Background: an optimization exercise with open tools, aiming at small area, a short achievable clock period and few clock cycles per item. Do not read the settings as production practice. Function was checked by simulation only, so behaviour that the tests miss may differ from the original.

// fx_sha256
module fx_sha256 (
    input  wire         clk,
    input  wire         rst,      
    input  wire         start,    
    input  wire         init,     
    input  wire [511:0] block,    
    output wire         ready,    
    output reg          done,     
    output wire [255:0] digest    
);
Settings: LEC_CHECK=0, ABC_AREA=1, CAP_MARGIN=20, CORE_MARGIN=2, CORE_UTILIZATION=40, CTS_CLUSTER_DIAMETER=100, CTS_CLUSTER_SIZE=24, SLEW_MARGIN=20; clock period 10.0 ns.
standard.sh (not shown) runs the stock make flow with config.mk's settings and CLKGATE_MAP_FILE= SYNTH_SCRIPT=/design/flow/synth_recipe.tcl, a recipe that flattens the netlist after the stock synthesis.
==> flow/flow/run.sh <==
#!/bin/bash
# Own layout flow: the standard flow (ORFS synthesis through the standard flow's synthesis
# script, floorplan, power grid, placement, CTS, routing) with three changes:
#  - synthesis skips Yosys's quick generic ABC pass before adder extraction
#    (SYNTH_ARGS=-noabc); the final ABC mapping still runs;
#  - port buffers are the smallest buffer instead of a delay cell;
#  - timing repair aims for a setup margin of 6.0 ns.
# The clock period and constraints are the design's.
set -euo pipefail
bash standard.sh "SYNTH_ARGS=-noabc" "SETUP_SLACK_MARGIN=6.0" \
  "BUFFER_PORTS_ARGS=-inputs -outputs -buffer_cell sky130_fd_sc_hd__buf_1" \
  finish > standard_make.log 2>&1
Testbench counts at the start, summed over its fixed seeds: cycles 83,224, blocks 1,280.
Change:
--- a/flow/flow/run.sh
+++ b/flow/flow/run.sh
@@ -5,8 +5,8 @@
 #    (SYNTH_ARGS=-noabc); the final ABC mapping still runs;
 #  - port buffers are the smallest buffer instead of a delay cell;
-#  - timing repair aims for a setup margin of 6.0 ns.
+#  - timing repair aims for a setup margin of 6.2 ns.
 # The clock period and constraints are the design's.
 set -euo pipefail
-bash standard.sh "SYNTH_ARGS=-noabc" "SETUP_SLACK_MARGIN=6.0" \
+bash standard.sh "SYNTH_ARGS=-noabc" "SETUP_SLACK_MARGIN=6.2" \
   "BUFFER_PORTS_ARGS=-inputs -outputs -buffer_cell sky130_fd_sc_hd__buf_1" \
   finish > standard_make.log 2>&1
After rerunning: Routed wire length rises by 0.50%. Final area rises by 2.1%.

* * *

fx_sha256, a different RTL version from the one above (not shown whole).
Size in the first run: about 6,200 cells after synthesis, about 1,100 flip-flops, about 770 I/O pins, roughly 56,000 sq um of cells after synthesis.
Settings: LEC_CHECK=0, CAP_MARGIN=20, CORE_MARGIN=2, CORE_UTILIZATION=55, CTS_BUF_LIST=sky130_fd_sc_hd__clkbuf_4 sky130_fd_sc_hd__clkbuf_8, SETUP_SLACK_MARGIN=5, SLEW_MARGIN=20; clock period 10.0 ns.
run.sh (not shown) runs the stock make flow with config.mk's settings and CLKGATE_MAP_FILE= SYNTH_SCRIPT=/design/flow/synth_recipe.tcl, a recipe that flattens the netlist after the stock synthesis.
Stock flow here: none of the scripts above is used.
The first run completed without violations.
Testbench counts at the start, summed over its fixed seeds: cycles 83,216, blocks 1,280.
Change:
==> flow/flow/run.sh (new file) <==
#!/bin/bash
# Own layout flow: the standard flow (standard synthesis, floorplan, power grid,
# placement, CTS, routing) with two changes: port buffers are the smallest
# buffer instead of a delay cell, and timing repair aims for a larger setup
# margin. The clock period and constraints are the design's.
set -euo pipefail
MARGIN=${MARGIN:-6}
bash standard.sh "SETUP_SLACK_MARGIN=$MARGIN" \
  "BUFFER_PORTS_ARGS=-inputs -outputs -buffer_cell sky130_fd_sc_hd__buf_1" \
  finish > standard_make.log 2>&1
==> flow/standard.sh (new file) <==
#!/bin/bash
# synth_recipe.tcl (not shown) runs the flow's synth.tcl, then flattens the netlist and writes it again
# the make line also repeats each setting of config.mk as NAME=value (left out here)
make -C /OpenROAD-flow-scripts/flow DESIGN_CONFIG=/design/flow/config.mk WORK_HOME=/design/flow/orfs CLKGATE_MAP_FILE= SYNTH_SCRIPT=/design/flow/synth_recipe.tcl "${@:-finish}"
CORE_UTILIZATION = 40   (was 55)
CTS_BUF_LIST = unset   (was sky130_fd_sc_hd__clkbuf_4 sky130_fd_sc_hd__clkbuf_8)
SETUP_SLACK_MARGIN = unset   (was 5)
removed: flow/run.sh
=> Synthesized area does not change. Worst setup slack is better by 270 ps. Synthesized cell count does not change.
Change:
--- a/flow/flow/run.sh
+++ b/flow/flow/run.sh
@@ -7 +7 @@
-MARGIN=${MARGIN:-6}
+MARGIN=${MARGIN:-5}
Cell area falls by 4.6%.
Sequential cell count stays the same.
Change:
==> flow/run.sh (new file) <==
#!/bin/bash
# synth_recipe.tcl (not shown) runs the flow's synth.tcl, then flattens the netlist and writes it again
# the make line also repeats each setting of config.mk as NAME=value (left out here)
make -C /OpenROAD-flow-scripts/flow DESIGN_CONFIG=/design/flow/config.mk WORK_HOME=/design/flow/orfs CLKGATE_MAP_FILE= SYNTH_SCRIPT=/design/flow/synth_recipe.tcl finish
ABC_AREA = 1   (was unset)
SETUP_SLACK_MARGIN = 5   (was unset)
removed: flow/flow/run.sh
removed: flow/standard.sh
Result: Worst setup slack gets worse by 120 ps; die area came out higher by 4.5%; via count is higher by 13%; worst hold slack degrades by 39 ps; core utilization went up by 2.6 points; wire length increases by 19%; design area rose by 10%; critical path depth fell by 4; global-route usage climbs by 4.4 points.

* * *

Setup of the baseline:
Starting RTL as in the previous note.
Settings: LEC_CHECK=0, CAP_MARGIN=20, CORE_MARGIN=2, CORE_UTILIZATION=40, SLEW_MARGIN=20; clock period 10.0 ns.
standard.sh (not shown) runs the stock make flow with config.mk's settings and CLKGATE_MAP_FILE= SYNTH_SCRIPT=/design/flow/synth_recipe.tcl, a recipe that flattens the netlist after the stock synthesis.
==> flow/flow/run.sh <==
#!/bin/bash
# Own layout flow: the standard flow (ORFS synthesis through the standard flow's synthesis
# script, floorplan, power grid, placement, CTS, routing) with three changes:
#  - synthesis skips Yosys's quick generic ABC pass before adder extraction
#    (SYNTH_ARGS=-noabc); the final ABC mapping still runs;
#  - port buffers are the smallest buffer instead of a delay cell;
#  - timing repair aims for a setup margin of 5.3 ns.
# The clock period and constraints are the design's.
set -euo pipefail
bash standard.sh "SYNTH_ARGS=-noabc" "SETUP_SLACK_MARGIN=5.3" \
  "BUFFER_PORTS_ARGS=-inputs -outputs -buffer_cell sky130_fd_sc_hd__buf_1" \
  finish > standard_make.log 2>&1
Testbench counts of the baseline, summed over its fixed seeds: cycles 83,216, blocks 1,280.
### the baseline -> the candidate
# the baseline
export LEC_CHECK = 0
export CAP_MARGIN = 20
export CORE_MARGIN = 2
export CORE_UTILIZATION = 40
export SLEW_MARGIN = 20
create_clock -name core_clock -period 10.0 [get_ports {clk}]
# the candidate
export LEC_CHECK = 0
export CAP_MARGIN = 20
export CORE_MARGIN = 2
export CORE_UTILIZATION = 40
export SETUP_SLACK_MARGIN = 5
export SLEW_MARGIN = 20
create_clock -name core_clock -period 10.0 [get_ports {clk}]
==> flow/run.sh (new file) <==
#!/bin/bash
# synth_recipe.tcl (not shown) runs the flow's synth.tcl, then flattens the netlist and writes it again
# the make line also repeats each setting of config.mk as NAME=value (left out here)
make -C /OpenROAD-flow-scripts/flow DESIGN_CONFIG=/design/flow/config.mk WORK_HOME=/design/flow/orfs CLKGATE_MAP_FILE= SYNTH_SCRIPT=/design/flow/synth_recipe.tcl finish
removed: flow/flow/run.sh
removed: flow/standard.sh
==> run notes <==
- Share of cell area taken by multi-input logic gates: the candidate vs the baseline down 3.9 points
- Area growth from synthesis to layout was higher in the candidate than in the baseline.
- Final wirelength (the candidate / the baseline): 1.07
- Going from the baseline to the candidate, total area of multi-input combinational cells went up by about 1.8%.
- The candidate: all stages complete, timing, DRC and antenna checks passed
- The baseline finished every stage and its layout cleared the timing, DRC and antenna checks.
- On the candidate: worst setup slack is 0.18 ns lower than what the baseline gave.
- The candidate against the baseline; via count of the first global-routing pass is up by a little under 10%.

* * *

Another version of the RTL of fx_sha256 (not shown whole).
Size in the first run: about 1,100 flip-flops, about 770 I/O pins, roughly 55,000 um2 of cells after synthesis.
// fx_sha256
module fx_sha256 (
    input  wire         clk,
    input  wire         rst,      
    input  wire         start,    
    input  wire         init,     
    input  wire [511:0] block,    
    output wire         ready,    
    output reg          done,     
    output wire [255:0] digest    
);
Settings: LEC_CHECK=0, ABC_AREA=1, CAP_MARGIN=20, CORE_MARGIN=2, CORE_UTILIZATION=40, CTS_CLUSTER_DIAMETER=100, CTS_CLUSTER_SIZE=24, PLACE_DENSITY=0.72, SLEW_MARGIN=20; clock period 10.0 ns.
==> flow/flow/run.sh <==
#!/bin/bash
# Own layout flow: the standard flow (ORFS synthesis through the standard flow's synthesis
# script, floorplan, power grid, placement, CTS, routing) with three changes:
#  - synthesis skips Yosys's quick generic ABC pass before adder extraction
#    (SYNTH_ARGS=-noabc); the final ABC mapping still runs;
#  - port buffers are the smallest buffer instead of a delay cell;
#  - timing repair aims for a setup margin of 6.0 ns.
# The clock period and constraints are the design's.
set -euo pipefail
bash standard.sh "SYNTH_ARGS=-noabc" "SETUP_SLACK_MARGIN=6.0" \
  "BUFFER_PORTS_ARGS=-inputs -outputs -buffer_cell sky130_fd_sc_hd__buf_1" \
  finish > standard_make.log 2>&1
Testbench counts at the start, summed over its fixed seeds: cycles 83,224, blocks 1,280.
Then changed:
--- a/flow/flow/run.sh
+++ b/flow/flow/run.sh
@@ -6,6 +6,6 @@
 #  - port buffers are the smallest buffer instead of a delay cell;
-#  - timing repair aims for a setup margin of 6.0 ns.
+#  - timing repair aims for a setup margin of 5.3 ns.
 # The clock period and constraints are the design's.
 set -euo pipefail
-bash standard.sh "SYNTH_ARGS=-noabc" "SETUP_SLACK_MARGIN=6.0" \
+bash standard.sh "SYNTH_ARGS=-noabc" "SETUP_SLACK_MARGIN=5.3" \
   "BUFFER_PORTS_ARGS=-inputs -outputs -buffer_cell sky130_fd_sc_hd__buf_1" \
Settings changed: ABC_AREA 1 to unset, PLACE_DENSITY 0.72 to unset.
What happened:
- utilization barely changes
- non-clock buffer count goes up by 52
- wire length is lower by 14%
- global-route usage went down by 2.8 points
- synthesized cell count is lower by 21%
- via count shrinks by 16%
- area after synthesis fell by 6.6%
- final area shrinks by 6.9%
- cell count falls by 18%
Then changed:
Settings changed: CTS_CLUSTER_DIAMETER 100 to unset, CTS_CLUSTER_SIZE 24 to unset.
What happened: Via count rose by about 1.7%; die area does not change; non-clock buffer count came out lower by 12; core utilization rises by 1.9 points; synthesized area does not change; final area is higher by 4.1%; critical path depth went down by 2; sequential share of layout area went down by 1.5 points.
Then changed:
--- a/flow/flow/run.sh
+++ b/flow/flow/run.sh
@@ -6,6 +6,6 @@
 #  - port buffers are the smallest buffer instead of a delay cell;
-#  - timing repair aims for a setup margin of 5.3 ns.
+#  - timing repair aims for a setup margin of 6.0 ns.
 # The clock period and constraints are the design's.
 set -euo pipefail
-bash standard.sh "SYNTH_ARGS=-noabc" "SETUP_SLACK_MARGIN=5.3" \
+bash standard.sh "SYNTH_ARGS=-noabc" "SETUP_SLACK_MARGIN=6.0" \
   "BUFFER_PORTS_ARGS=-inputs -outputs -buffer_cell sky130_fd_sc_hd__buf_1" \
Settings changed: ABC_AREA set to 1, CTS_CLUSTER_DIAMETER set to 100, CTS_CLUSTER_SIZE set to 24.
Effect:
- wire length climbs by about a fifth
- design area climbs by a few percent
- area after synthesis climbs by a little under a tenth
- cell count climbs by about a fifth
- register-to-register slack is better by 700 ps
- utilization drops by 1.8 points
Then changed:
--- a/flow/flow/run.sh
+++ b/flow/flow/run.sh
@@ -6,6 +6,6 @@
 #  - port buffers are the smallest buffer instead of a delay cell;
-#  - timing repair aims for a setup margin of 6.0 ns.
+#  - timing repair aims for a setup margin of 5.6 ns.
 # The clock period and constraints are the design's.
 set -euo pipefail
-bash standard.sh "SYNTH_ARGS=-noabc" "SETUP_SLACK_MARGIN=6.0" \
+bash standard.sh "SYNTH_ARGS=-noabc" "SETUP_SLACK_MARGIN=5.6" \
   "BUFFER_PORTS_ARGS=-inputs -outputs -buffer_cell sky130_fd_sc_hd__buf_1" \
Settings changed: ABC_AREA 1 to unset, CTS_CLUSTER_DIAMETER 100 to unset, CTS_CLUSTER_SIZE 24 to unset.
The changed run passed the timing, DRC and antenna checks.
Non-clock buffer count rose by 139.
Design area rose by 0.39%.
Count of clock-buffer cells in the layout increases by 96.
Hold slack is about the same.
Routed wire length went down by 12%.
Worst setup slack is worse by 620 ps.

-- port drivers added, routing unchanged --
Ports are ideal in the flow. The routed layouts listed here were re-timed in OpenROAD.
Step 1: set_driving_cell puts a clkbuf_16 on clk and a buf_2 on each other input, an assumption about the parent block.
Step 2 moves the port delays by t, midway between the first and last clock arrival at a register: inputs arrive t later, outputs are due t later. That takes back most of the time a late clock gives input paths.
Slacks: ideal ports / drivers / drivers and shift; pairs: ideal ports / drivers.
| run | t, ns | slack for setup (ns) | cell pins on the clock port's net |
|---|---|---|---|
| the first run of note 1 | 0.814 | 6.051 / 6.051 / 6.051 | 1 |
| the second run of note 1 | 0.817 | 6.216 / 6.216 / 6.216 | 1 |
| the first run of note 2 | 0.955 | 4.881 / 4.881 / 4.346 | 1 |
| the second run of note 2 | 0.833 | 5.153 / 5.153 / 5.153 | 1 |
| the third run of note 2 | 0.851 | 5.049 / 5.049 / 4.407 | 1 |
| the fourth run of note 2 | 0.859 | 4.926 / 4.926 / 4.570 | 1 |
| the baseline | 0.837 | 5.232 / 5.232 / 5.232 | 1 |
| the candidate | 0.831 | 5.049 / 5.049 / 4.431 | 1 |
| the first run of note 4 | 0.795 | 5.930 / 5.896 / 5.413 | 1 |
| the second run of note 4 | 0.760 | 5.271 / 5.271 / 4.756 | 1 |
| the third run of note 4 | 0.816 | 5.283 / 5.273 / 4.736 | 1 |
| the fourth run of note 4 | 0.801 | 5.981 / 5.981 / 5.358 | 1 |
| the fifth run of note 4 | 0.803 | 5.357 / 5.357 / 4.942 | 1 |
After both steps setup and hold are still met in every run listed. For the third run of note 2, which loses most, drivers alone change the setup slack by 0.000 ns; drivers and shift together by -0.642 ns.
